What follows belongs to an exercise in optimizing a design on an open flow for small area; a production flow would make more cautious choices. Function was checked by simulation only, so behaviour that the tests miss may differ from the original.

==> inputs of violet <==
==> flow/design.v (excerpt) <==
module loop_engine (
    input  wire        clk,
    input  wire        rst_n,
    input  wire        cfg_we,
    input  wire [5:0]  cfg_addr,
    input  wire [15:0] cfg_wdata,
    input  wire        start,
    input  wire [19:0] vref,
    input  wire [19:0] vctl,
    input  wire [15:0] vin_sample,
    input  wire [15:0] ff_pred,
    input  wire [3:0]  n_active,
    input  wire        mem_dom,
    output wire        done,
    output wire [15:0] u_q,
    output wire [14:0] ipk,
    output wire [11:0] duty,
    output wire        sat_hi,
    output wire        sat_lo
);
==> flow/config.mk <==
export PLATFORM = sky130hd
export DESIGN_NAME = loop_engine
export DESIGN_NICKNAME = loop_engine
export VERILOG_FILES = /design/flow/design.v
export SDC_FILE = /design/flow/constraint.sdc
export NUM_CORES = 4
export LEC_CHECK = 0
export ABC_AREA = 1
export CAP_MARGIN = 20
export CORE_MARGIN = 2
export CORE_UTILIZATION = 75
export CTS_BUF_LIST = sky130_fd_sc_hd__clkbuf_8
export CTS_CLUSTER_DIAMETER = 60
export CTS_CLUSTER_SIZE = 16
export SLEW_MARGIN = 20
==> flow/constraint.sdc <==
create_clock -name core_clock -period 50.0 [get_ports {clk}]
set_input_delay 10.0000 -clock core_clock [delete_from_list [all_inputs] [get_ports {clk}]]
set_output_delay 10.0000 -clock core_clock [all_outputs]
set_load 0.01 [all_outputs]
standard.sh (not shown) runs the stock make flow with config.mk's settings and CLKGATE_MAP_FILE= SYNTH_SCRIPT=/design/flow/synth_recipe.tcl, a recipe that flattens the netlist after the stock synthesis.
==> flow/flow/run.sh <==
#!/bin/bash
# The standard layout (the standard.sh: standard synthesis, floorplan,
# placement, CTS, routing), with one change: the buffers that placement puts
# on every input and output port are the smallest buffer cell, buf_1,
# instead of the cell buffer_ports picks by default.
set -o pipefail
export BUFFER_PORTS_ARGS="-buffer_cell sky130_fd_sc_hd__buf_1"
bash standard.sh > standard.log 2>&1
==> nickel: changes against violet <==
- CAP_MARGIN: 20 -> 5
- CORE_UTILIZATION: 75 -> 60
- SLEW_MARGIN: 20 -> 5
==> cedar: changes against violet <==
--- a/flow/design.v
+++ b/flow/design.v
@@ -30,17 +30,17 @@
     reg        ffv_en;
     reg        ffp_en;
     wire       a_hi = cfg_we & (cfg_addr[5:3] == 3'b100);
     wire       a_41 = cfg_we & (cfg_addr == 6'd41);
     wire       a_40 = cfg_we & (cfg_addr == 6'd40);
     wire signed [15:0] wd_s = cfg_wdata;
-    wire [15:0] cmp_x = cfg_addr[0] ? out_max : out_min;
-    wire [16:0] cmp_w;
-    le_add #(17) u_cw (.a({cfg_wdata[15], cfg_wdata}), .b(~{cmp_x[15], cmp_x}), .ci(cfg_addr[0]), .s(cmp_w), .co());
-    wire ok_outmin =  cmp_w[16];        
-    wire ok_outmax = !cmp_w[16];        
+    wire [16:0] cmp_wmax, cmp_wmin;
+    le_add #(17) u_cwmax (.a({cfg_wdata[15], cfg_wdata}), .b(~{out_max[15], out_max}), .ci(1'b1), .s(cmp_wmax), .co());
+    le_add #(17) u_cwmin (.a({out_min[15], out_min}), .b(~{cfg_wdata[15], cfg_wdata}), .ci(1'b1), .s(cmp_wmin), .co());
+    wire ok_outmin = cmp_wmax[16];      
+    wire ok_outmax = cmp_wmin[16];      
     wire ok_vinnom = (cfg_wdata >= 16'd29000) && (cfg_wdata <= 16'd36000);
     always @(posedge clk) begin
         if (!rst_n || (a_hi && cfg_addr[2:0] == 3'd0 && !cfg_wdata[15]))
             ki <= rst_n ? cfg_wdata[14:0] : 15'h0800;
         if (!rst_n || (a_hi && cfg_addr[2:0] == 3'd1 && cfg_wdata[15:4] == 12'd0))
             ki_shift <= rst_n ? cfg_wdata[3:0] : 4'd4;
@@ -123,19 +123,22 @@
                       ( vdiff[20] && (vdiff[19:15] != 5'h1F)) ? 16'h8000 : vdiff[15:0];
     reg  [15:0] e_r;
     reg  [15:0] ep;       
     reg  [15:0] ffp_r;
     reg  [3:0]  n_r;
     reg         mem_r;
+    wire [16:0] ediff;
+    le_add #(17) u_ediff (.a({e_n[15], e_n}), .b(~{ep[15], ep}), .ci(1'b1), .s(ediff), .co());
+    wire [15:0] de_n  = (ediff[16] != ediff[15]) ? {ediff[16], {15{~ediff[16]}}} : ediff[15:0];
     wire [5:0]  eneg  = {1'b0, ~e_n[14:10]} + {5'd0, (e_n[9:0] == 10'd0)};
     wire [4:0]  kidx_n = !e_n[15] ? e_n[14:10] : (eneg[5] ? 5'd31 : eneg[4:0]);
     always @(posedge clk) begin
         if (start) begin
             e_r    <= e_n;
             kidx_r <= kidx_n;
-            ffp_r  <= ff_pred;
+            ffp_r  <= ffp_en ? ff_pred : 16'd0;
             n_r    <= n_active;
             mem_r  <= mem_dom;
         end
     end
     wire [16:0] z;
 wire zh_1 = ~(vin_nom[0] ^ ~vin_sample[0]);
@@ -249,19 +252,16 @@
     wire [16:0] ma = ({17{cki &  ki_shift[0]}} & {2'b0, ki})
                    | ({17{cki & !ki_shift[0]}} & {1'b0, ki, 1'b0})
                    | ({17{sp2}} & {1'b0, kd})
                    | ({17{sp4}} & {3'b0, k_pred})
                    | ({17{sp3}} & {k_vin[15], k_vin})
                    | ({17{sp1}} & {1'b0, ktap});
-    wire [16:0] ediff;
-    le_add #(17) u_ediff (.a({e_r[15], e_r}), .b(~{ep[15], ep}), .ci(1'b1), .s(ediff), .co());
-    wire [15:0] de = (ediff[16] != ediff[15]) ? {ediff[16], {15{~ediff[16]}}} : ediff[15:0];
     wire [15:0] mb = ({16{cki | sp1}} & e_r)
-                   | ({16{sp2}} & de)
-                   | ({16{sp4 & ffp_en}} & ffp_r)
-                   | ({16{sp3 & ffv_en}} & dvin);
+                   | ({16{sp2}} & ep)
+                   | ({16{sp4}} & ffp_r)
+                   | ({16{sp3}} & (ffv_en ? dvin : 16'd0));
     wire [32:0] mp;
     le_mul u_mul (.ma(ma), .mb(mb), .rb(sp2), .mp(mp));
     reg  [31:0] i_acc;
     wire [31:0] fl_i;
     wire        inc_up;
     le_shr u_shr (.p(mp[31:0]), .sh(ki_shift[3:1]), .f(fl_i), .up(inc_up));
@@ -317,13 +317,15 @@
         if (!rst_n) begin
             i_acc <= 32'd0;
             ep    <= 16'd0;
         end else begin
             if (c6 && !windup)
                 i_acc <= i_new;
-            if (c6)
+            if (start)
+                ep <= de_n;
+            else if (c6)
                 ep <= e_r;
         end
     end
     reg  [3:0] ir;
     reg  [9:0] iq;
     wire [3:0] ir_in = c6 ? 4'd0 : ir;
==> flow/run.sh (new file) <==
#!/bin/bash
# synth_recipe.tcl (not shown) runs the flow's synth.tcl, then flattens the netlist and writes it again
# the make line also repeats each setting of config.mk as NAME=value (left out here)
make -C /OpenROAD-flow-scripts/flow DESIGN_CONFIG=/design/flow/config.mk WORK_HOME=/design/flow/orfs CLKGATE_MAP_FILE= SYNTH_SCRIPT=/design/flow/synth_recipe.tcl finish
- CORE_UTILIZATION: 75 -> 40
- CTS_CLUSTER_DIAMETER: 60 -> 50
- CTS_CLUSTER_SIZE: 16 -> 12
removed: flow/flow/run.sh
removed: flow/standard.sh
==> impl_metrics.json <==
{
  "taps": 969,
  "place.gp.congestion": 0.9491,
  "r2r-end": "acc[32]",
  "synth-simple-area-share_pct": 16.33,
  "rrSetupSlack_ps": 14190,
  "outcome": "finished clean"
}
-- figures above: nickel

==> impl_metrics.json <==
{
  "r2r-end": "acc[33]",
  "cp_top_family": "adder cells",
  "taps": 1500,
  "synthAdderAreaFrac_pct": 15.23,
  "outcome": "finished clean",
  "met2_length_microns": 65450,
  "rsz0062_at_grt": "false"
}
-- figures above: cedar

==> impl_metrics.json <==
{
  "outcome": "finished clean",
  "synth-simple-area-share_pct": 16.33,
  "rrSetupSlack_ps": 14320,
  "taps": 773,
  "place.gp.congestion": 1.033,
  "r2r-end": "acc[32]"
}
-- figures above: violet


* * *

==> lagoon <==
Starting RTL as in the previous note.
==> flow/config.mk <==
export PLATFORM = sky130hd
export DESIGN_NAME = loop_engine
export DESIGN_NICKNAME = loop_engine
export VERILOG_FILES = /design/flow/design.v
export SDC_FILE = /design/flow/constraint.sdc
export NUM_CORES = 4
export LEC_CHECK = 0
export ABC_AREA = 1
export CAP_MARGIN = 20
export CORE_MARGIN = 2
export CORE_UTILIZATION = 70
export CTS_BUF_LIST = sky130_fd_sc_hd__clkbuf_8
export CTS_CLUSTER_DIAMETER = 50
export CTS_CLUSTER_SIZE = 14
export SLEW_MARGIN = 20
==> flow/constraint.sdc <==
create_clock -name core_clock -period 50.0 [get_ports {clk}]
set_input_delay 10.0000 -clock core_clock [delete_from_list [all_inputs] [get_ports {clk}]]
set_output_delay 10.0000 -clock core_clock [all_outputs]
set_load 0.01 [all_outputs]
==> flow/flow/run.sh <==
#!/bin/bash
# The standard layout (the standard.sh: standard synthesis, floorplan,
# placement, CTS, routing), with one change: the buffers that placement puts
# on every input and output port are the smallest buffer cell, buf_1,
# instead of the cell buffer_ports picks by default.
set -o pipefail
export BUFFER_PORTS_ARGS="-buffer_cell sky130_fd_sc_hd__buf_1"
bash standard.sh > standard.log 2>&1
==> inputs of xenon, as changes to lagoon <==
--- a/flow/config.mk
+++ b/flow/config.mk
@@ -9,7 +9,7 @@
 export CAP_MARGIN = 20
 export CORE_MARGIN = 2
-export CORE_UTILIZATION = 70
+export CORE_UTILIZATION = 60
 export CTS_BUF_LIST = sky130_fd_sc_hd__clkbuf_8
-export CTS_CLUSTER_DIAMETER = 50
-export CTS_CLUSTER_SIZE = 14
+export CTS_CLUSTER_DIAMETER = 60
+export CTS_CLUSTER_SIZE = 16
 export SLEW_MARGIN = 20
==> inputs of juniper, as changes to lagoon <==
--- a/flow/config.mk
+++ b/flow/config.mk
@@ -9,7 +9,8 @@
 export CAP_MARGIN = 20
 export CORE_MARGIN = 2
-export CORE_UTILIZATION = 70
+export CORE_UTILIZATION = 60
 export CTS_BUF_LIST = sky130_fd_sc_hd__clkbuf_8
-export CTS_CLUSTER_DIAMETER = 50
-export CTS_CLUSTER_SIZE = 14
+export CTS_CLUSTER_DIAMETER = 60
+export CTS_CLUSTER_SIZE = 16
+export GPL_TIMING_DRIVEN = 0
 export SLEW_MARGIN = 20
==> impl_metrics.toml <==
[floorplan]
start_util_pct = 60.3
core_area_mm2 = 0.0742
fp-row-count = 100

[sta]
finalCritPeriodShare_pct = 72.4
worst_slew_pin_slew_ns = 1.26

[cells_and_area]
multi_input_area_share_pct = 46.5
antennaDiodeCount = 6

[drt]
via_count = 38900

[outcome]
status = "complete, no violations"

[worst_setup_path]
r2r_slack_ns = 13.79
cp_data_required_time_ns = 50.60

[clocking]
numCtsBuffers = 74

[global_routing]
grt_antenna_before_repair = 10

[placed_design]
port_buffers = 147
# the run above: juniper

==> impl_metrics.toml <==
[outcome]
status = "complete, no violations"

[floorplan]
fp-row-count = 92
core_area_mm2 = 0.0631
start_util_pct = 70.9

[cells_and_area]
multi_input_area_share_pct = 47.5
seq_area_mm2 = 0.0184
antennaDiodeCount = 4

[drt]
via_count = 38100

[sta]
finalCritPeriodShare_pct = 72.3
worst_slew_pin_slew_ns = 1.12

[clocking]
cts_hold_buffers = 0

[worst_setup_path]
cp_data_required_time_ns = 50.62
r2r_slack_ns = 13.84

[placed_design]
port_buffers = 148
# the run above: lagoon

==> impl_metrics.toml <==
[outcome]
status = "complete, no violations"

[sta]
worst_slew_pin_slew_ns = 1.11
setup-tns-final_ns = 0
finalCritPeriodShare_pct = 71.6

[worst_setup_path]
r2r_slack_ns = 14.21

[placed_design]
dpl_cell_area_mm2 = 0.0461
port_buffers = 148

[cells_and_area]
multi_input_area_share_pct = 47.5

[floorplan]
fp-row-count = 100
core_area_mm2 = 0.0742
start_util_pct = 60.3

[drt]
via_count = 36600

[global_routing]
grt_antenna_before_repair = 12
# the run above: xenon

==> afterwards: timing with drivers on the ports <==
In the flow no input, the clock included, has a driving cell. The finished layouts below were timed again as built, in two steps. Step 1 assumes that a clkbuf_16 drives the clock port and a buf_2 every other input. Step 2 also shifts input and output timing later by t, the mid clock arrival at the registers, as if the neighbouring blocks saw the same clock. Three values: ideal, step 1, step 2; two values: the first two.
run	shift t [ns]	setup slack, ns	hold slack, ns	cell pins on the clock port's net
violet	0.824	14.315 / 14.315 / 14.315	0.358 / 0.358 / 0.358	1
nickel	0.771	14.189 / 14.189 / 14.189	0.358 / 0.358 / 0.358	1
cedar	0.821	19.079 / 19.079 / 19.079	0.360 / 0.360 / 0.360	1
lagoon	0.772	13.843 / 13.843 / 13.843	0.363 / 0.363 / 0.363	1
xenon	0.768	14.213 / 14.213 / 14.213	0.359 / 0.359 / 0.359	1
juniper	0.776	13.794 / 13.794 / 13.794	0.362 / 0.362 / 0.362	1
After both steps every run listed still meets setup and hold.
